This design comes from an exercise in tuning for small area, a short achievable clock period and few clock cycles on the open sky130 flow, not from production work. Only simulation tests tie the RTL to the original design; equivalence was not proved. Power is estimated from default activity; no workload was simulated.

--- design.v ---
module srv_bkadd #(parameter W = 8) (
    input  wire [W-1:0] a,
    input  wire [W-1:0] b,
    input  wire         ci,
    output wire [W-1:0] s,
    output wire         co
);
    function integer lg2;
        input integer n;
        integer v;
        begin
            lg2 = 0;
            for (v = 1; v < n; v = v * 2) lg2 = lg2 + 1;
        end
    endfunction
    localparam L = (W <= 2) ? 1 : lg2(W);
    localparam NS = 2 * L;
    wire [W-1:0] p = a ^ b;
    wire [W-1:0] gg [0:NS];
    wire [W-1:0] pp [0:NS];
    assign gg[0] = (a & b) | {{(W-1){1'b0}}, p[0] & ci};
    assign pp[0] = p;
    genvar j, i;
    generate
        for (j = 0; j < NS; j = j + 1) begin : g_lv
            for (i = 0; i < W; i = i + 1) begin : g_b
                if (j < L && (i % (2 << j)) == (2 << j) - 1) begin : g_up
                    assign gg[j+1][i] = gg[j][i] | (pp[j][i] & gg[j][i-(1<<j)]);
                    assign pp[j+1][i] = pp[j][i] & pp[j][i-(1<<j)];
                end else if (j >= L && j <= 2*L-2 &&
                             i >= 3*(1 << (2*L-2-j)) - 1 &&
                             ((i - (3*(1 << (2*L-2-j)) - 1)) % (2 << (2*L-2-j))) == 0) begin : g_dn
                    assign gg[j+1][i] = gg[j][i] | (pp[j][i] & gg[j][i-(1<<(2*L-2-j))]);
                    assign pp[j+1][i] = pp[j][i] & pp[j][i-(1<<(2*L-2-j))];
                end else begin : g_pass
                    assign gg[j+1][i] = gg[j][i];
                    assign pp[j+1][i] = pp[j][i];
                end
            end
        end
        if (W > 1) begin : g_s
            assign s = p ^ {gg[NS][W-2:0], ci};
        end else begin : g_s1
            assign s = p ^ ci;
        end
    endgenerate
    assign co = gg[NS][W-1];
endmodule
module srv_incr #(parameter W = 8) (
    input  wire [W-1:0] a,
    input  wire         ci,
    output wire [W-1:0] s
);
    function integer lg2;
        input integer n;
        integer v;
        begin
            lg2 = 0;
            for (v = 1; v < n; v = v * 2) lg2 = lg2 + 1;
        end
    endfunction
    localparam L = (W <= 2) ? 1 : lg2(W);
    wire [W-1:0] tt [0:L];
    assign tt[0] = a;
    genvar j, i;
    generate
        for (j = 0; j < L; j = j + 1) begin : g_lv
            for (i = 0; i < W; i = i + 1) begin : g_b
                if (i >= (1 << j)) begin : g_and
                    assign tt[j+1][i] = tt[j][i] & tt[j][i-(1<<j)];
                end else begin : g_pass
                    assign tt[j+1][i] = tt[j][i];
                end
            end
        end
    endgenerate
    assign s = a ^ ({tt[L][W-2:0], 1'b1} & {W{ci}});
endmodule
module srv_g2b #(parameter W = 24) (
    input  wire [W-1:0] g,
    output wire [W-1:0] b
);
    function integer lg2;
        input integer n;
        integer v;
        begin
            lg2 = 0;
            for (v = 1; v < n; v = v * 2) lg2 = lg2 + 1;
        end
    endfunction
    localparam L = lg2(W);
    localparam NS = 2 * L;
    wire [W-1:0] r;
    wire [W-1:0] pp [0:NS];
    genvar j, i;
    generate
        for (i = 0; i < W; i = i + 1) begin : g_rev
            assign r[i] = g[W-1-i];
            assign b[W-1-i] = pp[NS][i];
        end
        assign pp[0] = r;
        for (j = 0; j < NS; j = j + 1) begin : g_lv
            for (i = 0; i < W; i = i + 1) begin : g_b
                if (j < L && (i % (2 << j)) == (2 << j) - 1) begin : g_up
                    assign pp[j+1][i] = pp[j][i] ^ pp[j][i-(1<<j)];
                end else if (j >= L && j <= 2*L-2 &&
                             i >= 3*(1 << (2*L-2-j)) - 1 &&
                             ((i - (3*(1 << (2*L-2-j)) - 1)) % (2 << (2*L-2-j))) == 0) begin : g_dn
                    assign pp[j+1][i] = pp[j][i] ^ pp[j][i-(1<<(2*L-2-j))];
                end else begin : g_pass
                    assign pp[j+1][i] = pp[j][i];
                end
            end
        end
    endgenerate
endmodule
module srv_lane (
    input  wire [26:0] acc,
    input  wire [25:0] mg,
    input  wire [25:0] me,
    input  wire [9:0]  bc,
    input  wire [26:0] xv,        
    input  wire        cf,        
    output wire [29:0] v
);
    wire n0 = bc[4], n1 = bc[9];
    wire [27:0] ge = {{2{mg[25]}}, mg};
    wire [27:0] g2 = {mg[25], mg, 1'b0};
    wire [27:0] ee = {{2{me[25]}}, me};
    wire [27:0] e2 = {me[25], me, 1'b0};
    wire [27:0] mag0 = ({28{bc[0]}} & ge) | ({28{bc[1]}} & g2) | ({28{bc[2]}} & ee) | ({28{bc[3]}} & e2);
    wire [27:0] mag1 = ({28{bc[5]}} & ge) | ({28{bc[6]}} & g2) | ({28{bc[7]}} & ee) | ({28{bc[8]}} & e2);
    wire [29:0] p0 = {{2{mag0[27] ^ n0}}, mag0 ^ {28{n0}}};
    wire [29:0] p1 = {mag1 ^ {28{n1}}, n1, n1};
    wire [29:0] a0 = {{3{acc[26]}}, acc};
    wire [29:0] x0 = {{3{xv[26]}}, xv};
    wire [29:0] s1 = a0 ^ p0 ^ p1;
    wire [29:0] c1 = {((a0 & p0) | (a0 & p1) | (p0 & p1)), n0} ;
    wire [29:0] s2 = s1 ^ c1 ^ x0;
    wire [29:0] c2 = {((s1 & c1) | (s1 & x0) | (c1 & x0)), 1'b0};
    wire co;
    srv_bkadd #(30) u_add (.a(s2), .b(c2), .ci(n1 | cf), .s(v), .co(co));
endmodule
module srv_bdec (
    input  wire [4:0] b,
    input  wire       sel_g,
    output wire [9:0] bc
);
    wire one0 = b[1] ^ b[0];
    wire two0 = (b[2] & ~b[1] & ~b[0]) | (~b[2] & b[1] & b[0]);
    wire one1 = b[3] ^ b[2];
    wire two1 = (b[4] & ~b[3] & ~b[2]) | (~b[4] & b[3] & b[2]);
    assign bc = {b[4], two1 & ~sel_g, one1 & ~sel_g, two1 & sel_g, one1 & sel_g,
                 b[2], two0 & ~sel_g, one0 & ~sel_g, two0 & sel_g, one0 & sel_g};
endmodule
module srv_lead_loop (
    input  wire               clk,
    input  wire               rst,         
    input  wire               start,
    input  wire               clear,
    input  wire signed [15:0] sa,
    input  wire signed [15:0] sb,
    input  wire signed [15:0] sc,
    input  wire signed [15:0] sd,
    input  wire        [23:0] gray,
    input  wire        [23:0] tgt_trk,
    input  wire signed [15:0] tgt_ofs,
    input  wire signed [17:0] ml,
    input  wire signed [15:0] ff,
    input  wire signed [15:0] inj,
    input  wire        [17:0] amin,
    input  wire        [3:0]  gs,
    input  wire        [23:0] intlim,
    input  wire signed [15:0] kds,
    output reg         [5:0]  tbl_addr,
    input  wire        [47:0] tbl_rdata,
    output reg                done,
    output reg                fail,
    output wire signed [15:0] pes,
    output wire signed [48:0] pos,
    output reg  signed [24:0] err,
    output reg  signed [24:0] integ,
    output wire signed [15:0] u
);
    reg st_idle, st_amp, st_div, st_e1, st_mem, st_lo, st_hi, st_int, st_prod, st_fin;
    reg fl_ilast, fl_plast, fl_ds, fl_xbus;
    reg [9:0] bc0, bc1, bc2;           
    reg gm0, gm1, gm2, fm;             
    reg ftop_r;
    reg [2:0] cnt;
    reg       first;                  
    reg [15:0] pes_r;
    reg [23:0] y_r;                   
    reg        m1_r;                  
    reg        b48_r;                 
    reg [15:0] u_r;
    reg [3:0]  bhi_r;                 
    assign pes = pes_r;
    assign u   = u_r;
    assign pos = {b48_r, {8{m1_r}}, y_r, pes_r};
    reg [17:0] rem;                   
    reg [17:0] amp_r;                 
    reg        qz, neg, mism, gz, failr;
    reg [3:0]  gs_r;
    reg [8:0]  ac;                    
    reg [25:0] de_r;                  
    reg [11:0] f_r;                   
    reg [1:0]  nc;                    
    reg        top;
    reg [5:0]  a0_r;
    reg [16:0] g0, g1, g2;
    reg [26:0] acc0, acc1, acc2;
    reg [1:0]  ext0, ext1, ext2;
    wire [23:0] bin;
    srv_g2b #(24) u_g2b (.g(gray), .b(bin));
    wire [16:0] n17, q17;
    wire        nco, qco;
    srv_bkadd #(17) u_n (.a({sa[15], sa}), .b(~{sc[15], sc}), .ci(1'b1), .s(n17), .co(nco));
    srv_bkadd #(17) u_q (.a({sb[15], sb}), .b(~{sd[15], sd}), .ci(1'b1), .s(q17), .co(qco));
    wire        sn = rem[17], sq = amp_r[17];
    wire [16:0] nabs;
    srv_incr #(17) u_nabs (.a(rem[16:0] ^ {17{sn}}), .ci(sn), .s(nabs));
    wire [17:0] amp;
    wire        ampco;
    srv_bkadd #(18) u_amp (.a({1'b0, nabs}), .b({1'b0, amp_r[16:0] ^ {17{sq}}}), .ci(sq),
                           .s(amp), .co(ampco));
    wire [17:0] amd;
    wire        amge;
    srv_bkadd #(18) u_amin (.a(amp), .b(~amin), .ci(1'b1), .s(amd), .co(amge));
    wire        nz = (rem != 18'd0);
    wire        amp_bad = (~nz & (amp_r == 18'd0)) | ~amge;
    wire [11:0] dlo;
    wire        dloc;
    srv_bkadd #(12) u_dl (.a(tgt_trk[11:0]), .b(~acc1[11:0]), .ci(1'b1), .s(dlo), .co(dloc));
    wire [12:0] dhi;
    wire        dhic;
    srv_bkadd #(13) u_dh (.a({1'b0, tgt_trk[23:12]}), .b(~{1'b0, acc1[23:12]}), .ci(~top), .s(dhi), .co(dhic));
    wire [24:0] dtrk = {dhi, f_r};
    wire dt_in = (dtrk[24:8] == 17'd0) | (dtrk[24:8] == 17'h1ffff);
    wire [8:0] ac_v = dt_in ? dtrk[8:0] : (dtrk[24] ? 9'h100 : 9'h0ff);
    wire [19:0] amp1 = {2'b00, amp_r};
    wire [19:0] amp2 = {1'b0, amp_r, 1'b0};
    wire [19:0] amp3 = {g1[2:0], g0};
    wire [19:0] ra = {rem[17:0], 2'b00};
    wire [19:0] ta1, ta2, ta3, tb1, tb2, tb3;
    wire        ca1, ca2, ca3, cb1, cb2, cb3;
    srv_bkadd #(20) u_a1 (.a(ra), .b(~amp1), .ci(1'b1), .s(ta1), .co(ca1));
    srv_bkadd #(20) u_a2 (.a(ra), .b(~amp2), .ci(1'b1), .s(ta2), .co(ca2));
    srv_bkadd #(20) u_a3 (.a(ra), .b(~amp3), .ci(1'b1), .s(ta3), .co(ca3));
    wire [1:0]  qa = ca3 ? 2'd3 : ca2 ? 2'd2 : ca1 ? 2'd1 : 2'd0;
    wire [17:0] r1 = ca3 ? ta3[17:0] : ca2 ? ta2[17:0] : ca1 ? ta1[17:0] : ra[17:0];
    wire [19:0] rb = {r1, 2'b00};
    srv_bkadd #(20) u_b1 (.a(rb), .b(~amp1), .ci(1'b1), .s(tb1), .co(cb1));
    srv_bkadd #(20) u_b2 (.a(rb), .b(~amp2), .ci(1'b1), .s(tb2), .co(cb2));
    srv_bkadd #(20) u_b3 (.a(rb), .b(~amp3), .ci(1'b1), .s(tb3), .co(cb3));
    wire [1:0]  qb = cb3 ? 2'd3 : cb2 ? 2'd2 : cb1 ? 2'd1 : 2'd0;
    wire [17:0] r3 = cb3 ? tb3[17:0] : cb2 ? tb2[17:0] : cb1 ? tb1[17:0] : rb[17:0];
    wire [19:0] a3v;
    wire        a3co;
    srv_bkadd #(20) u_a3v (.a({2'b00, amp}), .b({1'b0, amp, 1'b0}), .ci(1'b0), .s(a3v), .co(a3co));
    wire [15:0] q16     = qz ? 16'h8000 : {1'b0, pes_r[15:1]};
    wire        qnz     = qz | (pes_r[15:1] != 15'd0);
    wire        pes_neg = neg & qnz;
    wire [15:0] qneg;
    srv_incr #(16) u_pn (.a(~q16), .ci(1'b1), .s(qneg));
    wire [15:0] pes_v = neg ? qneg : (qz ? 16'h7fff : q16);
    wire [15:0] qp  = qz ? 16'h7fff : q16;
    wire [16:0] lopd = neg ? {1'b0, q16} : ~{1'b0, qp};
    wire [16:0] lv;
    wire        lco;
    srv_bkadd #(17) u_l (.a({acc0[15], acc0[15:0]}), .b(lopd), .ci(~neg), .s(lv), .co(lco));
    wire [9:0] hb  = mism ? (pes_neg ? 10'h3ff : 10'h001) : 10'h000;
    wire [9:0] hb1 = mism ? (pes_neg ? 10'h3fe : 10'h000) : 10'h3ff;
    wire [9:0] ha, hm;
    wire       hco, hmco;
    srv_bkadd #(10) u_h  (.a({ac[8], ac}), .b(hb),  .ci(1'b0), .s(ha), .co(hco));
    srv_bkadd #(10) u_hm (.a({ac[8], ac}), .b(hb1), .ci(1'b0), .s(hm), .co(hmco));
    wire [9:0] hs = lv[16] ? hm : ha;
    wire        wrap  = mism & ~pes_neg & gz;
    wire        hbig  = ~hs[9] & (hs[8:7] != 2'b00);             
    wire        hsml  = hs[9] & (hs[8:7] != 2'b11);              
    wire        sat_p = ~wrap & hbig;
    wire        sat_n = wrap | hsml;
    wire [24:0] e_v = sat_p ? 25'h0800000 : sat_n ? 25'h1800000 :
                      {hs[7], hs[7:0], lv[15:0]};
    wire [15:0] lnv;
    srv_incr #(16) u_ln (.a(~lv[15:0]), .ci(1'b1), .s(lnv));
    wire [7:0]  ehn;
    srv_incr #(8) u_eh (.a(~hs[7:0]), .ci(lv[15:0] == 16'd0), .s(ehn));
    wire [23:0] eabs = (sat_p | sat_n) ? 24'h800000 : (hs[9] ? {ehn, lnv} : {hs[7:0], lv[15:0]});
    wire [23:0] idx  = eabs >> gs_r;
    wire        top_v = (idx[23:6] != 18'd0) | (idx[5:0] == 6'd63);
    wire [5:0]  a0_v  = top_v ? 6'd63 : idx[5:0];
    wire [11:0] fmask = ~(12'hfff << gs_r);
    wire [11:0] fraw  = eabs[11:0] & fmask;
    wire [1:0]  sh    = 2'd0 - gs_r[1:0];               
    wire [11:0] f_v   = fraw << sh;
    wire [1:0]  nc_w  = (gs_r <= 4'd4) ? 2'd1 : (gs_r <= 4'd8) ? 2'd2 : 2'd3;
    wire        ftop_v = (nc_w == 2'd1) ? f_v[3] : (nc_w == 2'd2) ? f_v[7] : f_v[11];
    wire [1:0]  nc_v  = (gs_r <= 4'd4) ? 2'd1 : (gs_r <= 4'd8) ? 2'd2 : 2'd3;
    wire        tpos  = mism ^ pes_neg;               
    wire [23:0] ydec;
    srv_incr #(24) u_y (.a(~acc1[23:0]), .ci(tpos), .s(ydec));
    wire [23:0] y_v = ~ydec;
    wire [15:0] t_kp = tbl_rdata[15:0];
    wire [15:0] t_ki = tbl_rdata[31:16];
    wire [15:0] t_kd = tbl_rdata[47:32];
    wire [25:0] mg0 = {{9{g0[16]}}, g0};
    wire [25:0] mg1 = {{9{g1[16]}}, g1};
    wire [25:0] mg2 = {{9{g2[16]}}, g2};
    wire [25:0] me01 = {err[24], err};
    wire [24:0] i_eff = first ? 25'd0 : integ;
    wire [26:0] x0 = fl_xbus ? {{7{t_kp[15]}}, t_kp, 4'd0} : fl_plast ? {{9{ff[15]}}, ff, 2'd0} : 27'd0;
    wire [26:0] x1 = fl_xbus ? {{7{t_ki[15]}}, t_ki, 4'd0} : fl_plast ? {i_eff, 2'd0} : 27'd0;
    wire [26:0] x2 = fl_xbus ? {{7{t_kd[15]}}, t_kd, 4'd0} : fl_plast ? {{9{inj[15]}}, inj, 2'd0} : 27'd0;
    wire [29:0] v0, v1, v2;
    srv_lane u_l0 (.acc(acc0), .mg(mg0), .me(me01), .bc(bc0), .xv(x0), .cf(st_hi), .v(v0));
    srv_lane u_l1 (.acc(acc1), .mg(mg1), .me(me01), .bc(bc1), .xv(x1), .cf(st_hi), .v(v1));
    srv_lane u_l2 (.acc(acc2), .mg(mg2), .me(de_r), .bc(bc2), .xv(x2), .cf(st_hi), .v(v2));
    wire [25:0] v0s = v0[29:4];
    wire [25:0] v1s = v1[29:4];
    wire [25:0] v2s = v2[29:4];
    wire [26:0] p_kp = {acc0[24:0], ext0};     
    wire [26:0] p_ki = {acc1[24:0], ext1};     
    wire [26:0] p_kd = {acc2[24:0], ext2};     
    wire [27:0] isum = {p_ki[26], p_ki};
    wire [27:0] lim  = {4'd0, amp_r[5:0], rem};
    wire        ineg = isum[27];
    wire [27:0] dcl;
    wire        ccl;
    assign {ccl, dcl} = {1'b0, lim} + {1'b0, ineg ? isum : ~isum} + {28'd0, ~ineg};
    wire        i_gt = dcl[27] & ~ineg;
    wire        i_lt = dcl[27] & ineg;
    wire [24:0] nlim;
    srv_incr #(25) u_nl (.a(~lim[24:0]), .ci(1'b1), .s(nlim));
    wire [24:0] i_new = i_gt ? lim[24:0] : i_lt ? nlim : isum[24:0];
    wire [28:0] ua = {{2{p_kp[26]}}, p_kp};
    wire [28:0] ub = {{2{p_kd[26]}}, p_kd};
    wire [28:0] uc = {{4{i_new[24]}}, i_new};
    wire [28:0] ud = {{9{bhi_r[3]}}, bhi_r, u_r};
    wire [28:0] us1 = ua ^ ub ^ ud;
    wire [28:0] uc1 = {(ua & ub) | (ua & ud) | (ub & ud), 1'b0};
    wire [28:0] us2 = us1 ^ uc1 ^ uc;
    wire [28:0] uc2 = {(us1 & uc1) | (us1 & uc) | (uc1 & uc), 1'b0};
    wire [28:0] usum;
    wire        uco;
    assign {uco, usum} = {1'b0, us2} + {1'b0, uc2};
    wire u_hi = ~usum[28] & (usum[27:15] != 13'd0);
    wire u_lo = usum[28] & (usum[27:15] != 13'h1fff);
    wire [15:0] u_v = u_hi ? 16'h7fff : u_lo ? 16'h8000 : usum[15:0];
    wire div_go   = st_div & ~failr & (cnt != 3'd4);
    wire n_idle   = (st_idle & ~start) | (st_div & failr) | st_fin;
    wire n_amp    = st_idle & start;
    wire n_div    = st_amp | div_go;
    wire n_e1     = st_div & ~failr & (cnt == 3'd4);
    wire n_mem    = st_e1;
    wire n_lo     = st_mem & ~top;
    wire n_hi     = st_lo;
    wire n_int    = st_hi | (st_int & ~fl_ilast);
    wire n_prod   = (st_mem & top) | (st_int & fl_ilast) | (st_prod & (cnt != 3'd3));
    wire n_fin    = st_prod & (cnt == 3'd3);
    wire [2:0] cnt_inc = cnt + 3'd1;
    wire [2:0] n_cnt = st_amp ? 3'd1 :
                       (st_div | st_prod | (st_int & ~fl_ilast)) ? cnt_inc : 3'd0;
    wire       n_ilast = n_int & (n_cnt[1:0] == nc - 2'd1);
    wire       n_ds    = n_amp | st_amp | (st_div & ~failr & (cnt <= 3'd2));
    wire [4:0] fw_n  = st_int ? {f_r[7:4], f_r[3]} : {f_r[3:0], fm};
    wire       sp_n  = st_prod;                        
    wire       ld_n  = st_mem & top;                   
    wire       rs_n  = st_int & fl_ilast;              
    wire [4:0] gw0_n = sp_n ? {g0[7:4], g0[3]} : ld_n ? {t_kp[3:0], 1'b0} : {v0[7:4], 1'b0};
    wire [4:0] gw1_n = sp_n ? {g1[7:4], g1[3]} : ld_n ? {t_ki[3:0], 1'b0} : {v1[7:4], 1'b0};
    wire [4:0] gw2_n = (st_idle & start) ? {kds[3:0], 1'b0} :
                       (sp_n | fl_ds) ? {g2[7:4], g2[3]} : ld_n ? {t_kd[3:0], 1'b0} : {v2[7:4], 1'b0};
    wire [4:0] b0_n = n_int ? fw_n : n_prod ? gw0_n : 5'b00000;
    wire [4:0] b1_n = n_int ? fw_n : n_prod ? gw1_n : 5'b00000;
    wire [4:0] b2_n = n_int ? fw_n : (n_prod | n_ds) ? gw2_n : n_mem ? 5'b11110 : 5'b00000;
    wire [9:0] bc0_n, bc1_n, bc2_n;
    srv_bdec u_bd0 (.b(b0_n), .sel_g(n_int), .bc(bc0_n));
    srv_bdec u_bd1 (.b(b1_n), .sel_g(n_int), .bc(bc1_n));
    srv_bdec u_bd2 (.b(b2_n), .sel_g(n_int), .bc(bc2_n));
    always @(posedge clk) begin
        bc0 <= bc0_n;
        bc1 <= bc1_n;
        bc2 <= bc2_n;
    end
    always @(posedge clk) begin
        if (rst) begin
            st_idle <= 1'b1;
            {st_amp, st_div, st_e1, st_mem, st_lo, st_hi, st_int, st_prod, st_fin} <= 9'd0;
            fl_ilast <= 1'b0;
            fl_xbus  <= 1'b0;
            fl_plast <= 1'b0;
            fl_ds    <= 1'b0;
            cnt      <= 3'd0;
        end else begin
            st_idle <= n_idle;
            st_amp  <= n_amp;
            st_div  <= n_div;
            st_e1   <= n_e1;
            st_mem  <= n_mem;
            st_lo   <= n_lo;
            st_hi   <= n_hi;
            st_int  <= n_int;
            st_prod <= n_prod;
            st_fin  <= n_fin;
            cnt     <= n_cnt;
            fl_ilast <= n_ilast;
            fl_xbus  <= n_hi | n_ilast;
            fl_plast <= n_prod & (n_cnt == 3'd3);
            fl_ds    <= n_ds;
        end
    end
    wire s_vsh0 = (st_int & ~fl_ilast) | st_prod;
    wire s_vsh2 = s_vsh0 | fl_ds;
    wire s_init = st_idle & start;
    wire s_zero = (st_mem & top) | st_hi | (st_int & fl_ilast);
    wire [26:0] vsh0 = {v0s[25], v0s}, vsh1 = {v1s[25], v1s}, vsh2 = {v2s[25], v2s};
    wire [26:0] lo0 = ~{{7{t_kp[15]}}, t_kp, 4'd0};
    wire [26:0] lo1 = ~{{7{t_ki[15]}}, t_ki, 4'd0};
    wire [26:0] lo2 = ~{{7{t_kd[15]}}, t_kd, 4'd0};
    always @(posedge clk) begin
        if (s_vsh0 | st_lo | s_init | s_zero)
            acc0 <= ({27{s_vsh0}} & vsh0) | ({27{st_lo}} & lo0) |
                    ({27{s_init}} & {{11{tgt_ofs[15]}}, tgt_ofs});
        if (s_vsh0 | st_lo | s_init | s_zero)
            acc1 <= ({27{s_vsh0}} & vsh1) | ({27{st_lo}} & lo1) | ({27{s_init}} & {3'd0, bin});
        if (s_vsh2 | st_lo | s_init | s_zero | st_e1)
            acc2 <= ({27{s_vsh2 & ~s_init}} & vsh2) | ({27{st_lo}} & lo2) |
                    ({27{st_e1}} & {{2{e_v[24]}}, e_v});
    end
    wire s_shf0 = st_prod;
    wire s_shf2 = st_prod | (fl_ds & ~s_init);
    wire s_bus  = (st_mem & top) | st_lo;
    wire s_res  = st_hi | (st_int & fl_ilast);
    always @(posedge clk) begin
        if (s_shf0 | s_bus | s_res | st_amp) begin
            g0 <= ({17{s_shf0}} & {{4{g0[16]}}, g0[16:4]}) | ({17{s_bus}} & {t_kp[15], t_kp}) |
                  ({17{s_res}} & v0[20:4]) | ({17{st_amp}} & a3v[16:0]);
            gm0 <= s_shf0 & g0[3];
        end
        if (s_shf0 | s_bus | s_res | st_amp) begin
            g1 <= ({17{s_shf0}} & {{4{g1[16]}}, g1[16:4]}) | ({17{s_bus}} & {t_ki[15], t_ki}) |
                  ({17{s_res}} & v1[20:4]) | ({17{st_amp}} & {14'd0, a3v[19:17]});
            gm1 <= s_shf0 & g1[3];
        end
        if (s_shf2 | s_bus | s_res | s_init) begin
            g2 <= ({17{s_shf2}} & {{4{g2[16]}}, g2[16:4]}) | ({17{s_bus}} & {t_kd[15], t_kd}) |
                  ({17{s_res}} & v2[20:4]) | ({17{s_init}} & {kds[15], kds});
            gm2 <= s_shf2 & g2[3];
        end
    end
    always @(posedge clk) begin
        if (rst) begin
            first    <= 1'b1;
            done     <= 1'b0;
            fail     <= 1'b0;
            tbl_addr <= 6'd0;
            pes_r    <= 16'd0;
            y_r      <= 24'd0;
            m1_r     <= 1'b0;
            b48_r    <= 1'b0;
            err      <= 25'sd0;
            integ    <= 25'sd0;
            u_r      <= 16'd0;
        end else begin
            done <= 1'b0;
            if (fl_ds) begin
                ext2 <= v2[3:2];
            end
            if (st_idle & start) begin
                if (clear) first <= 1'b1;
                rem   <= {n17[16], n17};
                amp_r <= {q17[16], q17};
                mism  <= bin[0] ^ q17[16];
                gz    <= (gray == 24'd0);
                gs_r  <= gs;
                de_r  <= {{8{ml[17]}}, ml};
            end
            if (st_amp) begin
                f_r   <= dlo;
                top   <= ~dloc;
                failr <= amp_bad;
                qz    <= (amp_r[16:0] == 17'd0);
                neg   <= sq ? (~sn & nz) : sn;
                rem   <= {1'b0, nabs};
                amp_r <= amp;
            end
            if (st_div) begin
                if (failr) begin
                    done <= 1'b1;
                    fail <= 1'b1;
                end else begin
                    rem   <= r3;
                    pes_r <= {pes_r[11:0], qa, qb};
                    if (cnt == 3'd1) ac <= ac_v;
                    if (cnt == 3'd4) begin
                        {bhi_r, u_r} <= {acc2[17:0], ext2};
                        tbl_addr <= 6'd63;      
                    end
                end
            end
            if (st_e1) begin
                pes_r    <= pes_v;
                y_r      <= y_v;
                m1_r     <= gz & tpos;
                b48_r    <= gz & tpos & ~mism;
                err      <= e_v;
                de_r     <= {err[24], err};
                tbl_addr <= a0_v;
                a0_r     <= a0_v;
                top      <= top_v;
                f_r      <= f_v;
                fm       <= 1'b0;
                ftop_r   <= ftop_v;
                nc       <= nc_v;
                {amp_r[5:0], rem} <= intlim;
            end
            if (st_mem) begin
                de_r <= first ? 26'd0 : v2[25:0];
                if (top) begin
                end else begin
                    tbl_addr <= a0_r + 6'd1;
                end
            end
            if (st_lo) begin
                tbl_addr <= ftop_r ? a0_r + 6'd1 : a0_r;
            end
            if (st_hi) begin
                tbl_addr <= ftop_r ? a0_r + 6'd1 : a0_r;
            end
            if (st_int) begin
                tbl_addr <= ftop_r ? a0_r + 6'd1 : a0_r;
                f_r <= {4'd0, f_r[11:4]}; fm <= f_r[3];
                if (fl_ilast) begin
                end else begin
                end
            end
            if (st_prod) begin
                ext0 <= v0[3:2]; ext1 <= v1[3:2]; ext2 <= v2[3:2];
            end
            if (st_fin) begin
                integ <= i_new;
                u_r   <= u_v;
                first <= 1'b0;
                fail  <= 1'b0;
                done  <= 1'b1;
            end
        end
    end
endmodule
--- standard.sh ---
#!/bin/bash
# synth_recipe.tcl (not shown) runs the flow's synth.tcl, then flattens the netlist and writes it again
# the make line also repeats each setting of config.mk as NAME=value (left out here)
make -C /OpenROAD-flow-scripts/flow DESIGN_CONFIG=/design/flow/config.mk WORK_HOME=/design/flow/orfs CLKGATE_MAP_FILE= SYNTH_SCRIPT=/design/flow/synth_recipe.tcl "${@:-finish}"
--- flow/run.sh ---
#!/bin/bash
set -euo pipefail
export BUFFER_PORTS_ARGS="-buffer_cell sky130_fd_sc_hd__buf_1"
bash standard.sh > standard_flow.log 2>&1
--- constraint.sdc ---
create_clock -name core_clock -period 20.0 [get_ports {clk}]
set_input_delay 4.0000 -clock core_clock [delete_from_list [all_inputs] [get_ports {clk}]]
set_output_delay 4.0000 -clock core_clock [all_outputs]
set_load 0.01 [all_outputs]
--- config.mk ---
export PLATFORM = sky130hd
export DESIGN_NAME = srv_lead_loop
export DESIGN_NICKNAME = srv_lead_loop
export VERILOG_FILES = /design/flow/design.v
export SDC_FILE = /design/flow/constraint.sdc
export NUM_CORES = 4
export LEC_CHECK = 0
export ABC_AREA = 1
export CAP_MARGIN = 20
export CORE_MARGIN = 2
export CORE_UTILIZATION = 60
export PLACE_DENSITY = 0.72
export SLEW_MARGIN = 20
==> impl_metrics.ini, run 1 <==
[power_and_ir_drop]
p_clk_frac = 0.125
power_density_mw_per_mm2 = 158
seq_power_share = 0.144
cellLeakagePower_nw = 23.9
swShare = 0.537
intPower_mw = 3.85
power.switching_mw = 4.47
power_frac_comb = 0.731
irDropWorstVdd_mv = 0.316

[place]
port_buffers = 430
dp_hpwl_um = 156000
place_area_mm2 = 0.0509
globalplace.congestion = 1.04
dp_cells = 7442

[detailed_routing]
drt_iter0_drc = 6124
drc = 0
wl_per_cell_um = 26.1
vias_per_cell = 6.33
drt_pass1_iterations = 8
routed_wl_um = 197000
via_count = 47800
ant_nets = 0

[synth]
synth_fp_nets = 7217
synth.avg_cell_area_um2 = 7.89
synthFlopType = edfxtp_1
async_flop_share = 0
ys_ff_latch = 406
synth_enable_flop_cells = 242
syn_inst = 6147
yosysUniqueCellTypes = 69
synth-seq-area-share = 0.218
syn_area_mm2 = 0.0485
ys_warn_count = 14

[sta]
setup_tns_ns = 0
hold_violations = 0
period_needed_ns = 8.35
slew_headroom = 0.155
tightest_slew_ns = 1.25
rsz0062_at_grt = no
finalCritPeriodShare = 0.417
setup_viol = 0
slew_viol_final = 0
max_freq_ghz = 0.120
fin_skew_ns = 0.0377

[final_layout]
areaGrowthSynthToFinish_pct = 8.89
multi_input_area_mm2 = 0.0330
seqCellArea_mm2 = 0.0106
fin_cells = 7547
nets = 7505
finish.utilization = 0.658
drive_above_1_share = 0.0457
final_cell_area_mm2 = 0.0528
nFillCells = 7086

[clock_network]
clkLatencyLatePin_ns = 0.64
postCtsHoldBufs = 0
cts_resized = 0
numCtsBuffers = 50
cts_sinks = 406
path_clk_slew_ns = 0.06
clock_path_buffers = 3
cts_tree = built
cts_max_level = 2
post_cts_buffers = 0
root_buffer = clkbuf_16

[critical_path]
reg2reg_slack_ns = 11.65
crit_path_frequent_cell = nand2_1
crit_arrival_ns = 8.71
cp.required_ns = 20.37
cpMaxStageDelayCell = clkinv_1
cp-endpoint = rem[16]$_DFFE_PN_
end_kind = register
critPathMaxFanout = 22
r2r-start = amp_r[4]$_DFFE_PP_
r2r_end = rem[16]$_DFFE_PN_
slowest_delay_ns = 0.71
cp-start-kind = register
critical_path_class = reg2reg
startpoint = amp_r[4]$_DFFE_PP_
worst-r2r-cell-count = 35

[floorplan]
die-area_mm2 = 0.0831
top_level_ports = 431
dieHeight_um = 288
core_mm2 = 0.0803
initial_utilization = 0.604
rows = 104
die_x_um = 288

[hold_path]
hp-class = reg2reg
worstHoldStart = b48_r$_SDFFE_PP0P_

[global_route]
grt_max_degree = 69
grt_pass1_wl_um = 286000
grt_pass1_vias = 44500
track_usage = 0.466
antenna_found_initial = 12
overflow = 0

[job]
timing.max_cap.violations = 0

[run_status]
status = finished clean
-- kinds of logic (layout without fill, tap and decap cells) --
kind of cell,after synthesis,in the layout,synth area share
AOI/OAI and AO/OA,1447,1447,0.185
xor gates and xnor gates,428,428,0.0785
muxes,4,4,0.000877
DFF,406,406,0.218
and+or+nand+nor,1784,1784,0.155
buffers and inverters,1300,1630,0.104
other,0,10,0
adders and majority gates,778,778,0.259
-- power by group through the flow --
| stage | Clock (mW) | Sequential [mW] | Combinational, mW |
|---|---|---|---|
| 5_1_grt | 1.06 | 1.20 | 6.72 |
| 4_1_cts | 1.04 | 1.19 | 5.92 |
| 6_report | 1.04 | 1.19 | 6.09 |
| 3_3_place_gp | 0 | 1.20 | 5.75 |
| 2_1_floorplan | 0 | 1.11 | 4.21 |
| 3_5_place_dp | 0 | 1.20 | 5.85 |
-- critical path: cells and delay by family (launching register included) --
family,cells,cell delay [ns]
AO/OA/AOI/OAI,12,2.65
flip-flops,1,0.51
AND/OR/NAND/NOR,14,1.81
buffers and inverters,7,2.51
adder cells (fa/ha/maj),2,0.55
-- layout make-up --
type	count	share of cell area
Clock inverter	26	0.00649
Sequential cell	406	0.200
Inverter	1022	0.0727
Tap cell	1060	0.0251
Timing Repair Buffer	514	0.0425
Clock buffer	68	0.0284
Antenna cell	10	0.000474
Multi-Input combinational cell	4441	0.624
-- synth_stat cells, types with 23 or more instances --
master | count | area share
dfxtp_1 | 164 | 0.068
clkinv_1 | 25 | 0.0019
o211ai_1 | 65 | 0.010
nand2_1 | 1031 | 0.080
ha_1 | 401 | 0.10
nor3_1 | 63 | 0.0065
xor2_1 | 290 | 0.052
o21ai_0 | 370 | 0.038
edfxtp_1 | 242 | 0.15
nand4_1 | 39 | 0.0050
a21oi_1 | 394 | 0.041
a22oi_1 | 23 | 0.0036
xnor2_1 | 133 | 0.024
o21bai_1 | 23 | 0.0036
inv_1 | 977 | 0.076
a221oi_1 | 111 | 0.020
nand3_1 | 213 | 0.022
clkbuf_1 | 180 | 0.014
buf_1 | 49 | 0.0038
nor2_1 | 344 | 0.027
a21o_1 | 30 | 0.0046
o22ai_1 | 153 | 0.020
fa_1 | 377 | 0.16
o221ai_1 | 98 | 0.018
a31oi_1 | 52 | 0.0067
buf_4 | 29 | 0.0045
-- stage by stage --
step	hold slack, ns	power, mW	setup WS [ns]
finish	0.478	8.32	11.65
global route	0.497	8.98	11.23
CTS	0.473	8.15	11.97
detailed placement	0.465	7.05	11.45
global placement	0.459	6.95	11.55
floorplan	0.446	5.32	11.84
-- sequential cells by signal, summed over array words and instances, names as in the netlist, 9 cells and up --
register  count
acc0         26
acc1         26
acc2         26
de_r         26
err          25
integ        25
y_r          24
amp_r        18
rem          18
g0           17
g1           17
g2           17
pes_r        16
u_r          16
f_r          12
bc0          10
bc1          10
bc2          10
ac            9
-- placed cells by master (no fill, tap or decap), types with 18 or more instances in the layout --
master	netlist	final
a21o_1	30	30
a21oi_1	394	392
a221oi_1	111	111
a22oi_1	23	23
a31oi_1	52	50
buf_1	49	429
buf_4	29	83
clkbuf_16	0	57
clkinv_1	25	24
dfxtp_1	164	161
edfxtp_1	242	242
fa_1	377	377
ha_1	401	401
inv_1	977	976
inv_2	19	22
nand2_1	1031	1029
nand3_1	213	213
nand4_1	39	39
nor2_1	344	337
nor3_1	63	61
o211ai_1	65	65
o21a_1	20	20
o21ai_0	370	364
o21ai_1	20	24
o21bai_1	23	23
o221ai_1	98	98
o22ai_1	153	153
or2_2	18	18
xnor2_1	133	133
xor2_1	290	290
-- per-layer routing --
metal,GRT usage,up-vias,wire length [µm]
met5,0,-,79
met4,0.313,12,16500
met3,0.128,717,27500
met2,0.670,3271,80000
met1,0.614,22500,72900
li1,-,21300,-
-- worst min-delay path by stage --
| stage | depth (start not counted) | end | slack, ns |
|---|---|---|---|
| floorplan | 2 | b48_r$_SDFFE_PP0P_ | 0.45 |
| global placement | 2 | b48_r$_SDFFE_PP0P_ | 0.46 |
| detailed placement | 2 | b48_r$_SDFFE_PP0P_ | 0.46 |
| CTS | 2 | b48_r$_SDFFE_PP0P_ | 0.47 |
| global route | 2 | st_fin$_SDFF_PP0_ | 0.50 |
| finish | 2 | b48_r$_SDFFE_PP0P_ | 0.48 |
Testbench counts, summed over its fixed seeds: cycles 36,936.
==> run 2: changes to the inputs <==
--- a/design.v
+++ b/design.v
@@ -187,5 +187,5 @@
     reg [9:0] bc0, bc1, bc2;           
     reg gm0, gm1, gm2, fm;             
-    reg ftop_r;
+    reg ftop_r, tposr;
     reg [2:0] cnt;
     reg       first;                  
@@ -232,8 +232,8 @@
     wire [11:0] dlo;
     wire        dloc;
-    srv_bkadd #(12) u_dl (.a(tgt_trk[11:0]), .b(~acc1[11:0]), .ci(1'b1), .s(dlo), .co(dloc));
+    srv_bkadd #(12) u_dl (.a(tgt_trk[11:0]), .b(acc1[11:0]), .ci(1'b1), .s(dlo), .co(dloc));
     wire [12:0] dhi;
     wire        dhic;
-    srv_bkadd #(13) u_dh (.a({1'b0, tgt_trk[23:12]}), .b(~{1'b0, acc1[23:12]}), .ci(~top), .s(dhi), .co(dhic));
+    srv_bkadd #(13) u_dh (.a({1'b0, tgt_trk[23:12]}), .b({1'b1, acc1[23:12]}), .ci(~top), .s(dhi), .co(dhic));
     wire [24:0] dtrk = {dhi, f_r};
     wire dt_in = (dtrk[24:8] == 17'd0) | (dtrk[24:8] == 17'h1ffff);
@@ -262,7 +262,4 @@
     wire        qnz     = qz | (pes_r[15:1] != 15'd0);
     wire        pes_neg = neg & qnz;
-    wire [15:0] qneg;
-    srv_incr #(16) u_pn (.a(~q16), .ci(1'b1), .s(qneg));
-    wire [15:0] pes_v = neg ? qneg : (qz ? 16'h7fff : q16);
     wire [15:0] qp  = qz ? 16'h7fff : q16;
     wire [16:0] lopd = neg ? {1'b0, q16} : ~{1'b0, qp};
@@ -300,7 +297,4 @@
     wire [1:0]  nc_v  = (gs_r <= 4'd4) ? 2'd1 : (gs_r <= 4'd8) ? 2'd2 : 2'd3;
     wire        tpos  = mism ^ pes_neg;               
-    wire [23:0] ydec;
-    srv_incr #(24) u_y (.a(~acc1[23:0]), .ci(tpos), .s(ydec));
-    wire [23:0] y_v = ~ydec;
     wire [15:0] t_kp = tbl_rdata[15:0];
     wire [15:0] t_ki = tbl_rdata[31:16];
@@ -315,6 +309,6 @@
     wire [26:0] x2 = fl_xbus ? {{7{t_kd[15]}}, t_kd, 4'd0} : fl_plast ? {{9{inj[15]}}, inj, 2'd0} : 27'd0;
     wire [29:0] v0, v1, v2;
-    srv_lane u_l0 (.acc(acc0), .mg(mg0), .me(me01), .bc(bc0), .xv(x0), .cf(st_hi), .v(v0));
-    srv_lane u_l1 (.acc(acc1), .mg(mg1), .me(me01), .bc(bc1), .xv(x1), .cf(st_hi), .v(v1));
+    srv_lane u_l0 (.acc(acc0), .mg(mg0), .me(me01), .bc(bc0), .xv(x0), .cf(st_hi | (st_mem & neg)), .v(v0));
+    srv_lane u_l1 (.acc(acc1), .mg(mg1), .me(me01), .bc(bc1), .xv(x1), .cf(st_hi | (st_mem & tposr)), .v(v1));
     srv_lane u_l2 (.acc(acc2), .mg(mg2), .me(de_r), .bc(bc2), .xv(x2), .cf(st_hi), .v(v2));
     wire [25:0] v0s = v0[29:4];
@@ -421,9 +415,10 @@
     wire [26:0] lo2 = ~{{7{t_kd[15]}}, t_kd, 4'd0};
     always @(posedge clk) begin
-        if (s_vsh0 | st_lo | s_init | s_zero)
+        if (s_vsh0 | st_lo | s_init | s_zero | st_e1)
             acc0 <= ({27{s_vsh0}} & vsh0) | ({27{st_lo}} & lo0) |
-                    ({27{s_init}} & {{11{tgt_ofs[15]}}, tgt_ofs});
+                    ({27{s_init}} & {{11{tgt_ofs[15]}}, tgt_ofs}) |
+                    ({27{st_e1}} & {11'd0, neg ? ~q16 : qp});      
         if (s_vsh0 | st_lo | s_init | s_zero)
-            acc1 <= ({27{s_vsh0}} & vsh1) | ({27{st_lo}} & lo1) | ({27{s_init}} & {3'd0, bin});
+            acc1 <= ({27{s_vsh0}} & vsh1) | ({27{st_lo}} & lo1) | ({27{s_init}} & {3'd0, ~bin});    
         if (s_vsh2 | st_lo | s_init | s_zero | st_e1)
             acc2 <= ({27{s_vsh2 & ~s_init}} & vsh2) | ({27{st_lo}} & lo2) |
@@ -502,6 +497,5 @@
             end
             if (st_e1) begin
-                pes_r    <= pes_v;
-                y_r      <= y_v;
+                tposr    <= tpos;
                 m1_r     <= gz & tpos;
                 b48_r    <= gz & tpos & ~mism;
@@ -519,4 +513,6 @@
             if (st_mem) begin
                 de_r <= first ? 26'd0 : v2[25:0];
+                pes_r <= v0[15:0];
+                y_r   <= ~v1[23:0];
                 if (top) begin
                 end else begin
==> impl_metrics.ini, run 2 <==
[run_status]
status = finished clean

[final_layout]
final_cell_area_mm2 = 0.0521
areaGrowthSynthToFinish_pct = 8.45
fin_cells = 7486
final_cell_mix = nand2_1, inv_1, buf_1
layout_commonest_cell = nand2_1
drive_above_1_share = 0.0400
nets = 7453
nFillCells = 7000

[clock_network]
cts_sinks = 407
numCtsBuffers = 49
path_clk_slew_ns = 0.07
root_buffer = clkbuf_16
postCtsHoldBufs = 0
clkLatencyLatePin_ns = 0.66
cts_tree = built
clock_path_buffers = 3
post_cts_buffers = 0
cts_max_level = 2
cts_resized = 0

[place]
place_area_mm2 = 0.0504
dp_cells = 7381
port_buffers = 430
dp_hpwl_um = 164000
globalplace.congestion = 1.05

[floorplan]
die-area_mm2 = 0.0823
top_level_ports = 431
die_x_um = 287
core_mm2 = 0.0791
initial_utilization = 0.607
rows = 103
dieHeight_um = 287

[power_and_ir_drop]
seq_power_share = 0.147
power.switching_mw = 4.61
p_clk_frac = 0.109
intPower_mw = 3.79
power_mw = 8.40
power_frac_comb = 0.744
irDropWorstVdd_mv = 0.271
swShare = 0.549
cellLeakagePower_nw = 23.9
power_density_mw_per_mm2 = 161

[synth]
synthFlopType = edfxtp_1
syn_area_mm2 = 0.0480
yosysUniqueCellTypes = 63
synth.avg_cell_area_um2 = 7.88
async_flop_share = 0
syn_inst = 6096
synth_fp_nets = 7166
ys_warn_count = 13
synthTopCellsByArea = fa_1, edfxtp_1, ha_1
synth_enable_flop_cells = 243
synth-seq-area-share = 0.220
synth_top_area_share = 0.158
ys_ff_latch = 407
yosysMostFrequentCell = nand2_1
netlist_top_cells_count = nand2_1, inv_1, ha_1, a21oi_1, fa_1
synth_top_area_cell = fa_1

[sta]
period_needed_ns = 8.83
fin_skew_ns = 0.0645
setup_viol = 0
tightest_slew_ns = 1.27
hold_violations = 0
max_freq_ghz = 0.113
finalCritPeriodShare = 0.442
rsz0062_at_grt = no
slew_headroom = 0.141
setup_tns_ns = 0
slew_viol_final = 0

[global_route]
grt_pass1_vias = 45500
grt_pass1_wl_um = 297000
overflow = 0
grt_max_degree = 62
track_usage = 0.493
antenna_found_initial = 23

[critical_path]
end_kind = register
critPathMaxFanout = 36
cp.required_ns = 20.51
critical_path_class = reg2reg
cp-start-kind = register
slowest_delay_ns = 0.80
cpMaxStageDelayCell = a31oi_2
crit_path_frequent_cell = nand2_1
crit_arrival_ns = 9.34

[detailed_routing]
vias_per_cell = 6.49
routed_wl_um = 206000
drt_pass1_iterations = 9
ant_nets = 0
drc = 0
wl_per_cell_um = 27.5
via_count = 48600
drt_iter0_drc = 7028

[job]
timing.max_cap.violations = 0

[hold_path]
hp-class = reg2reg
## run 2: changes by cell type in the layout (fill, tap and decap cells not counted), moves of 10 or more
cell / previous run / this run
nor3_1: 61 / 47
nand4_1: 39 / 49
nand2_1: 1029 / 1086
xor2_1: 290 / 271
o21ai_0: 364 / 342
nand3_1: 213 / 239
nor2_1: 337 / 350
o21ai_1: 24 / 7
o21bai_1: 23 / 12
a31oi_1: 50 / 26
a21oi_1: 392 / 380
## run 2: cell type report
cell class / count / area (µm²) / share of cell area
timing repair buffer: 511 / 2230 / 0.0427
tap: 1050 / 1310 / 0.0252
sequential: 407 / 10600 / 0.203
antenna: 12 / 30.0 / 0.000577
clock inverter: 22 / 158 / 0.00303
clock buffer: 70 / 1430 / 0.0274
inverter: 1015 / 3810 / 0.0732
multi-input combinational: 4399 / 32500 / 0.624
## run 2: power groups by stage
stage          clock network [mW]  logic (mW)  registers, mW
5_1_grt                     0.941        6.83           1.23
4_1_cts                     0.907        6.02           1.22
2_1_floorplan                   0        4.26           1.12
3_5_place_dp                    0        5.98           1.23
6_report                    0.919        6.24           1.23
3_3_place_gp                    0        5.84           1.23
## run 2: worst max-delay path, delay by kind of cell (launching register included)
kind                     cells  cell delay [ns]
buffers and inverters        5             1.15
adder cells (fa/ha/maj)      3             1.08
flip-flops                   1             0.33
XOR/XNOR                     1             0.17
AND/OR/NAND/NOR             17             2.55
AO/OA/AOI/OAI               14             3.33
## run 2: final timing paths
kind | start | to | slack (ns) | depth (start not counted)
max reg2reg | acc1[24]$_DFFE_PP_ | u_r[3]$_SDFFE_PP0P_ | 11.17 | 40
min | b48_r$_SDFFE_PP0P_ | b48_r$_SDFFE_PP0P_ | 0.47 | 2
max | acc1[24]$_DFFE_PP_ | u_r[3]$_SDFFE_PP0P_ | 11.17 | 40
min reg2reg | b48_r$_SDFFE_PP0P_ | b48_r$_SDFFE_PP0P_ | 0.47 | 2
## run 2: layer usage
layer  GRT usage  wire (µm)  vias up
met1       0.630      73700    22800
met2       0.688      81900     3861
met3       0.201      34100      824
met5      0.0151        214        -
li1            -          -    21000
met4       0.312      16200       10
## run 2: cell families after synthesis
group           count (synthesis)  synth area share
compound gates               1357             0.177
xor+xnor                      418            0.0777
fa+ha+maj                     778             0.262
mux                             2          0.000417
buf+inv                      1290             0.104
flops                         407             0.220
simple gates                 1844             0.159
## run 2: stage by stage
stage / setup slack (ns) / utilization / hold WS, ns
global placement: 11.12 / 0.637 / 0.454
CTS: 11.63 / 0.657 / 0.472
finish: 11.17 / 0.658 / 0.468
detailed placement: 11.13 / 0.637 / 0.463
global route: 10.76 / 0.658 / 0.508
floorplan: 11.94 / - / 0.446
Testbench counts of run 2, summed over its fixed seeds: cycles 36,936.
==> run 3: changes to the inputs <==
==> flow/run.sh (replaced) <==
#!/bin/bash
set -euo pipefail
export BUFFER_PORTS_ARGS="-buffer_cell sky130_fd_sc_hd__buf_1"
export SETUP_SLACK_MARGIN=12
bash standard.sh > standard_flow.log 2>&1
==> impl_metrics.ini, run 3 <==
[floorplan]
initial_utilization = 0.607
dieHeight_um = 287
die-area_mm2 = 0.0823
top_level_ports = 431
die_x_um = 287
rows = 103
core_mm2 = 0.0791

[final_layout]
drive_above_1_share = 0.0477
areaGrowthSynthToFinish_pct = 9.50
layout_commonest_cell = nand2_1
finish.utilization = 0.665
fin_cells = 7501
final_cell_mix = nand2_1, inv_1, buf_1
final_cell_area_mm2 = 0.0526
nets = 7462

[sta]
tightest_slew_ns = 1.12
max_freq_ghz = 0.128
setup_viol = 0
rsz0062_at_grt = no
finalCritPeriodShare = 0.391
period_needed_ns = 7.82
hold_violations = 0
slew_viol_final = 0
timing.hold.ws_ns = 0.465
slew_headroom = 0.252
setup_tns_ns = 0
fin_skew_ns = 0.0520
setup_ws_ns = 12.18

[critical_path]
critPathMaxFanout = 3
r2r_end = rem[3]$_DFFE_PN_
critical_path_class = in2reg
worst-r2r-cell-count = 35
r2r-start = amp_r[3]$_DFFE_PP_
cp-endpoint = acc0[23]$_DFFE_PP_
reg2reg_slack_ns = 12.27
crit_path_frequent_cell = nand2_2
cp-start-kind = primary input
cp.required_ns = 20.43
slowest_delay_ns = 0.61
crit_arrival_ns = 8.25
cpMaxStageDelayCell = fa_1
startpoint = ff[0]
end_kind = register

[clock_network]
clkLatencyLatePin_ns = 0.68
cts_tree = built
numCtsBuffers = 52
cts_sinks = 407
path_clk_slew_ns = 0.06
cts_max_level = 2
clock_path_buffers = 3
postCtsHoldBufs = 0
root_buffer = clkbuf_16

[synth]
synthFlopType = edfxtp_1
syn_inst = 6096
synth_top_area_share = 0.158
synth_enable_flop_cells = 243
synthTopCellsByArea = fa_1, edfxtp_1, ha_1
synth-seq-area-share = 0.220
netlist_top_cells_count = nand2_1, inv_1, ha_1, a21oi_1, fa_1
synth_fp_nets = 7166
synth_top_area_cell = fa_1
ys_ff_latch = 407
async_flop_share = 0
syn_area_mm2 = 0.0480
yosysMostFrequentCell = nand2_1
ys_warn_count = 13
yosysUniqueCellTypes = 63
synth.avg_cell_area_um2 = 7.88

[place]
place_ws_ns = 11.14
port_buffers = 430
globalplace.congestion = 1.08
place_area_mm2 = 0.0504
dp_hpwl_um = 160000
dp_cells = 7374

[job]
timing.max_cap.violations = 0

[detailed_routing]
routed_wl_um = 201000
drc = 0
via_count = 48400
drt_iter0_drc = 7144
drt_pass1_iterations = 10
ant_nets = 0
vias_per_cell = 6.45
wl_per_cell_um = 26.8

[global_route]
track_usage = 0.478
grt_pass1_vias = 45400
grt_pass1_wl_um = 290000
overflow = 0
antenna_found_initial = 24
grt_max_degree = 81

[hold_path]
hp-class = reg2reg

[power_and_ir_drop]
cellLeakagePower_nw = 24.0
power_mw = 8.57
irDropWorstVdd_mv = 0.181
power_density_mw_per_mm2 = 163

[run_status]
status = finished clean
==> run 3: logic make-up (layout without fill, tap and decap cells) <==
group / count (synthesis) / in the layout / share of synthesized area
buf+inv: 1290 / 1630 / 0.104
other cells: 0 / 15 / 0
mux: 2 / 2 / 0.000417
xor+xnor: 418 / 418 / 0.0777
compound gates: 1357 / 1357 / 0.177
simple gates: 1844 / 1844 / 0.159
flops: 407 / 407 / 0.220
fa+ha+maj: 778 / 778 / 0.262
==> run 3: layer usage <==
metal,vias up,GRT usage,part of all wire
met1,22600,0.604,0.35
li1,21100,-,-
met3,842,0.176,0.16
met5,-,0.0105,0.0013
met4,22,0.294,0.077
met2,3816,0.694,0.41
==> run 3: how the worst min path moves through the flow <==
stage | slack [ns] | cells past startpoint | start | endpoint
after CTS | 0.47 | 2 | b48_r$_SDFFE_PP0P_ | b48_r$_SDFFE_PP0P_
after detailed placement | 0.46 | 2 | b48_r$_SDFFE_PP0P_ | b48_r$_SDFFE_PP0P_
after global placement | 0.46 | 2 | b48_r$_SDFFE_PP0P_ | b48_r$_SDFFE_PP0P_
final | 0.46 | 2 | b48_r$_SDFFE_PP0P_ | b48_r$_SDFFE_PP0P_
after global routing | 0.49 | 2 | b48_r$_SDFFE_PP0P_ | b48_r$_SDFFE_PP0P_
after floorplan | 0.45 | 2 | b48_r$_SDFFE_PP0P_ | b48_r$_SDFFE_PP0P_
==> run 3: where the power goes <==
part / total [mW] / switching, mW / internal (mW)
clock: 1.05 / 0.441 / 0.610
combinational: 6.28 / 3.99 / 2.30
sequential: 1.24 / 0.208 / 1.03
==> run 3: area by class of cell <==
type	instances	area [µm²]
Multi-Input combinational cell	4399	32700
Tap cell	1050	1310
Fill cell	6947	26500
Clock inverter	28	368
Timing Repair Buffer	516	2270
Sequential cell	407	10600
Timing Repair inverter	1	5.00
Antenna cell	15	37.5
Inverter	1015	3830
Clock buffer	70	1500
==> run 3: what timing repair did <==
action / in CTS / in global routing
endpoints found under the setup margin: 3 / 54
cloned: 0 / 1
pin swaps: 0 / 8
buffers inserted: 0 / 12
gates resized for setup: 4 / 38
endpoints found under the hold margin: 0 / 0
==> run 3: critical path: cells and delay by family <==
| family | cells | cell delay (ns) |
|---|---|---|
| buf+inv | 3 | 0.25 |
| compound gates | 6 | 1.20 |
| simple gates | 19 | 1.66 |
| fa+ha+maj | 3 | 1.13 |
==> run 4: changes to the inputs <==
==> flow/run.sh (replaced) <==
#!/bin/bash
set -euo pipefail
export BUFFER_PORTS_ARGS="-buffer_cell sky130_fd_sc_hd__buf_1"
bash standard.sh > standard_flow.log 2>&1
--- a/config.mk
+++ b/config.mk
@@ -7,7 +7,7 @@
 export LEC_CHECK = 0
 export ABC_AREA = 1
-export CAP_MARGIN = 20
+export CAP_MARGIN = 60
 export CORE_MARGIN = 2
 export CORE_UTILIZATION = 60
 export PLACE_DENSITY = 0.72
-export SLEW_MARGIN = 20
+export SLEW_MARGIN = 60
==> impl_metrics.ini, run 4 <==
[clock_network]
root_buffer = clkbuf_16
clock_path_buffers = 3
clkLatencyLatePin_ns = 0.64
numCtsBuffers = 48
path_clk_slew_ns = 0.07
cts_max_level = 2
postCtsHoldBufs = 0
cts_tree = built
cts_resized = 0
cts_sinks = 407
post_cts_buffers = 0

[synth]
synth_top_family_by_area = adder cells
yosysUniqueCellTypes = 63
synth.avg_cell_area_um2 = 7.88
syn_inst = 6096
synth_compound_area_frac = 0.177
ys_ff_latch = 407
synth_fa_ha_area_frac = 0.262
synth-seq-area-share = 0.220
netlist_top_cells_count = nand2_1, inv_1, ha_1, a21oi_1, fa_1
synth_xor_area_frac = 0.0777
synth_enable_flop_cells = 243
synth.area.mux_share = 0.000417
async_flop_share = 0
synth-simple-area-share = 0.159
synth_top_area_share = 0.158
synthFlopType = edfxtp_1
synth_top_area_cell = fa_1
ys_warn_count = 13
synthTopCellsByArea = fa_1, edfxtp_1, ha_1
yosysMostFrequentCell = nand2_1
synth_fp_nets = 7166
syn_area_mm2 = 0.0480

[final_layout]
nets = 7487
areaGrowthSynthToFinish_pct = 10.1
drive_above_1_share = 0.0590
layout_commonest_cell = nand2_1
final_cell_mix = nand2_1, inv_1, buf_1
final_cell_area_mm2 = 0.0529

[run_status]
status = finished clean

[floorplan]
rows = 103
die_x_um = 287
core_mm2 = 0.0791
dieHeight_um = 287
top_level_ports = 431
initial_utilization = 0.607
die-area_mm2 = 0.0823

[critical_path]
end_kind = register
crit_arrival_ns = 8.70
cp.required_ns = 20.39
critical_path_class = in2reg
slowest_delay_ns = 0.44
cp-start-kind = primary input
reg2reg_slack_ns = 12.01
cpMaxStageDelayCell = fa_1
crit_path_frequent_cell = nand2_1
critPathMaxFanout = 3

[hold_path]
hp-class = reg2reg

[sta]
setup_tns_ns = 0
period_needed_ns = 8.31
hold_violations = 0
rsz0062_at_grt = no
max_freq_ghz = 0.120
tightest_slew_ns = 0.665
finalCritPeriodShare = 0.416
fin_skew_ns = 0.0363
slew_viol_final = 0
setup_viol = 0
slew_headroom = 0.557

[global_route]
antenna_found_initial = 16
grt_pass1_wl_um = 297000
grt_pass1_vias = 45600
track_usage = 0.492
overflow = 0
grt_max_degree = 62

[job]
timing.max_cap.violations = 0

[power_and_ir_drop]
cellLeakagePower_nw = 24.2
power_density_mw_per_mm2 = 162
irDropWorstVdd_mv = 0.271
power_mw = 8.55

[place]
dp_hpwl_um = 165000
globalplace.congestion = 1.05
place_area_mm2 = 0.0510
port_buffers = 430

[detailed_routing]
routed_wl_um = 207000
vias_per_cell = 6.50
drc = 0
drt_pass1_iterations = 8
drt_iter0_drc = 6790
via_count = 48800
ant_nets = 0
wl_per_cell_um = 27.5
## run 4: cell count changes in the layout (fill, tap and decap cells not counted), sizes merged, moves of 2 or more
cell / before / now
buf: 513 / 543
bufinv: 6 / 1
clkinv: 44 / 39
diode: 15 / 10
clkinvlp: 6 / 2
inv: 988 / 990
## run 4: path summary, 6_finish.rpt
| path | end | start | cells past startpoint |
|---|---|---|---|
| worst max-delay path | acc0[23]$_DFFE_PP_ | ff[1] | 31 |
| worst min-delay path | b48_r$_SDFFE_PP0P_ | b48_r$_SDFFE_PP0P_ | 2 |
| worst max register to register | u_r[3]$_SDFFE_PP0P_ | rem[0]$_DFFE_PN_ | 38 |
| worst min register to register | b48_r$_SDFFE_PP0P_ | b48_r$_SDFFE_PP0P_ | 2 |
## run 4: cell families after synthesis
group	Yosys count
flops	407
simple gates	1844
buf+inv	1290
compound gates	1357
fa+ha+maj	778
xor+xnor	418
mux	2
## run 4: area by class of cell
cell class / instances / area [µm²]
flip-flops and latches: 407 / 10600
well taps: 1050 / 1310
clock buffers: 73 / 1500
repair buffers: 546 / 2580
clock inverters: 17 / 149
fillers: 6883 / 26300
diodes: 10 / 25.0
multi-input cells: 4399 / 32800
inverters: 1015 / 3840
## run 4: per-stage QoR
| step | worst slack [ns] | hold WS [ns] | cells | utilization |
|---|---|---|---|---|
| after floorplan | 11.94 | 0.446 | 6096 | - |
| after global placement | 11.12 | 0.454 | 7380 | 0.637 |
| after detailed placement | 11.14 | 0.465 | 7407 | 0.645 |
| after CTS | 11.78 | 0.475 | 7497 | 0.666 |
| after global routing | 11.29 | 0.504 | 7510 | 0.668 |
| final | 11.69 | 0.472 | 7517 | 0.668 |
## run 4: power breakdown
| part | switching (mW) | internal [mW] | leakage [nW] | total, mW |
|---|---|---|---|---|
| clock network | 0.416 | 0.536 | 0.814 | 0.952 |
| registers | 0.186 | 1.03 | 3.67 | 1.22 |
| logic | 4.09 | 2.29 | 19.7 | 6.38 |
| total | 4.69 | 3.86 | 24.2 | 8.55 |
## run 4: critical path: cells and delay by family
family | cells | cell delay (ns)
AND/OR/NAND/NOR | 20 | 2.03
AO/OA/AOI/OAI | 6 | 1.54
adder cells (fa/ha/maj) | 3 | 1.01
buffers and inverters | 2 | 0.10
## run 4: routing by layer
layer | vias to the layer above | global-route usage | routed length [µm]
li1 | 21100 | - | -
met5 | - | 0.0128 | 375
met3 | 836 | 0.211 | 34200
met2 | 3834 | 0.688 | 82000
met4 | 14 | 0.307 | 16100
met1 | 23000 | 0.623 | 74100
==> run 5: changes to the inputs <==
==> flow/run.sh (replaced) <==
#!/bin/bash
set -euo pipefail
export BUFFER_PORTS_ARGS="-buffer_cell sky130_fd_sc_hd__buf_1"
export SETUP_SLACK_MARGIN=13.5
bash standard.sh > standard_flow.log 2>&1
==> impl_metrics.ini, run 5 <==
[synth]
yosysUniqueCellTypes = 63
synth_enable_flop_cells = 243
synth.avg_cell_area_um2 = 7.88
synthFlopType = edfxtp_1
synth_xor_area_frac = 0.0777
async_flop_share = 0
ys_ff_latch = 407
synth-seq-area-share = 0.220
synth_fa_ha_area_frac = 0.262
yosysMostFrequentCell = nand2_1
synth_top_area_share = 0.158
netlist_top_cells_count = nand2_1, inv_1, ha_1, a21oi_1, fa_1
synth_compound_area_frac = 0.177
synth_top_area_cell = fa_1
ys_warn_count = 13
synth.area.mux_share = 0.000417
synth-simple-area-share = 0.159
synthTopCellsByArea = fa_1, edfxtp_1, ha_1
synth_top_family_by_area = adder cells
synth_fp_nets = 7166
syn_area_mm2 = 0.0480
syn_inst = 6096

[sta]
fin_skew_ns = 0.0296
setup_tns_ns = 0
finalCritPeriodShare = 0.372
tightest_slew_ns = 0.734
slew_headroom = 0.507
rsz0062_at_grt = yes
setup_viol = 0
max_freq_ghz = 0.134
hold_violations = 0
slew_viol_final = 0
period_needed_ns = 7.44

[critical_path]
startpoint = ff[1]
r2r-start = acc1[24]$_DFFE_PP_
r2r_end = u_r[1]$_SDFFE_PP0P_
crit_arrival_ns = 7.84
cpMaxStageDelayCell = fa_1
reg2reg_slack_ns = 13.23
worst-path-buf-inv = 2
cp.required_ns = 20.39
worst-r2r-cell-count = 42
end_kind = register
crit_family = simple AND/OR/NAND/NOR gates
cp-start-kind = primary input
slowest_delay_ns = 0.60
critPathMaxFanout = 3
critical_path_class = in2reg

[global_route]
antenna_found_initial = 22
grt_pass1_wl_um = 294000
grt_max_degree = 61
grt_pass1_vias = 46300
track_usage = 0.485
overflow = 0

[clock_network]
path_clk_slew_ns = 0.06
cts_sinks = 407
cts_max_level = 2
cts_tree = built
clock_path_buffers = 3
root_buffer = clkbuf_16
numCtsBuffers = 49
postCtsHoldBufs = 0
clkLatencyLatePin_ns = 0.64

[detailed_routing]
drt_pass1_iterations = 10
ant_nets = 0
routed_wl_um = 209000
drc = 0
vias_per_cell = 6.42
via_count = 49700
wl_per_cell_um = 27.0
drt_iter0_drc = 6611

[place]
port_buffers = 430
dp_hpwl_um = 160000
globalplace.congestion = 1.05

[final_layout]
final_cell_mix = nand2_1, inv_1, buf_1
multi_input_area_mm2 = 0.0355
areaGrowthSynthToFinish_pct = 20.4
nets = 7703
seqCellArea_mm2 = 0.0106
layout_commonest_cell = nand2_1
drive_above_1_share = 0.162
nFillCells = 6203

[run_status]
status = finished clean

[floorplan]
die-area_mm2 = 0.0823
die_x_um = 287
top_level_ports = 431
initial_utilization = 0.607
dieHeight_um = 287
core_mm2 = 0.0791
rows = 103

[hold_path]
hold_end = b48_r$_SDFFE_PP0P_
worstHoldStart = b48_r$_SDFFE_PP0P_
hp-class = reg2reg
holdPathStages = 2

[job]
timing.max_cap.violations = 0

[power_and_ir_drop]
power_mw = 10.4
irDropWorstVdd_mv = 0.262
power_density_mw_per_mm2 = 179
cellLeakagePower_nw = 25.9
run 5: worst max path at each step:
stage | endpoint | slack, ns | cells after the start
6_report | acc0[23]$_DFFE_PP_ | 12.56 | 31
4_1_cts | acc2[25]$_DFFE_PP_ | 12.64 | 24
2_1_floorplan | acc0[23]$_DFFE_PP_ | 12.48 | 30
3_3_place_gp | acc2[25]$_DFFE_PP_ | 11.67 | 21
3_5_place_dp | acc2[25]$_DFFE_PP_ | 11.64 | 21
5_1_grt | acc0[23]$_DFFE_PP_ | 12.35 | 31
run 5: layout make-up:
| type | count | area share |
|---|---|---|
| Sequential cell | 407 | 0.184 |
| Clock buffer | 66 | 0.0248 |
| Clock inverter | 26 | 0.00589 |
| Tap cell | 1050 | 0.0227 |
| Inverter | 1015 | 0.0682 |
| Antenna cell | 16 | 0.000692 |
| Timing Repair Buffer | 757 | 0.0797 |
| Multi-Input combinational cell | 4402 | 0.614 |
| Timing Repair inverter | 1 | 0.000130 |
run 5: cells by family after synthesis:
kind of cell	after synthesis
adders and majority gates	778
muxes	2
buffers and inverters	1290
AOI/OAI and AO/OA	1357
and+or+nand+nor	1844
DFF	407
xor gates and xnor gates	418
run 5: metal layers:
metal,vias to the layer above,track usage,routed length (µm)
li1,21500,-,-
met1,23400,0.592,71900
met2,3837,0.712,86700
met3,948,0.181,31600
met4,8,0.328,18400
met5,-,0,51
run 5: worst min-delay path, cell delays in order (launching register included):
cell     delay [ns]
dfxtp_1        0.31
nand2_1        0.06
a21oi_1        0.06
run 5: through the flow:
stage	worst slack, ns	utilization	cells	cell area [µm²]	hold slack (ns)
global route	12.35	0.730	7729	57800	0.495
CTS	12.64	0.691	7572	54700	0.473
detailed placement	11.64	0.648	7395	51300	0.460
global placement	11.67	0.642	7378	50800	0.454
finish	12.56	0.731	7740	57800	0.466
floorplan	12.48	-	6096	48400	0.446
run 5: timing repair:
item                                    in CTS  in global routing
endpoints found under the hold margin        0                  0
resized for setup                          251                405
pin swaps                                  105                173
endpoints found under the setup margin     196                218
setup buffers                               83                132
gates cloned                                 2                  9
run 5: where the power goes:
group | switching (mW) | internal [mW] | total (mW)
combinational | 4.86 | 3.28 | 8.14
sequential | 0.187 | 1.03 | 1.22
clock | 0.414 | 0.596 | 1.01

==> port drivers added, routing unchanged <==
The flow's constraints put no driver on any port. The routed layouts listed below were extracted and timed again, unchanged, in two steps.
Step 1 (the two cells are an assumption about what drives the block):
set clk [get_ports {clk}]
set_driving_cell -lib_cell sky130_fd_sc_hd__clkbuf_16 $clk
set_driving_cell -lib_cell sky130_fd_sc_hd__buf_2 [delete_from_list [all_inputs] $clk]
Step 2 also shifts input and output timing later by t, the mid clock arrival at the registers, as if the neighbouring blocks saw the same clock.
Slacks: no drivers / after step 1 / after step 2; pairs: no drivers / after step 1.
run	t (ns)	setup WS [ns]	worst setup path at the end
run 1	0.699	11.654 / 11.654 / 11.351	input to register
run 2	0.703	11.166 / 11.166 / 11.055	input to register
run 3	0.725	12.180 / 12.223 / 11.498	input to register
run 4	0.701	11.687 / 11.736 / 11.036	input to register
run 5	0.702	12.556 / 12.607 / 11.906	input to register
After both steps every run listed still meets setup and hold. For run 3, which loses most, drivers alone change the setup slack by +0.043 ns; drivers and shift together by -0.682 ns.
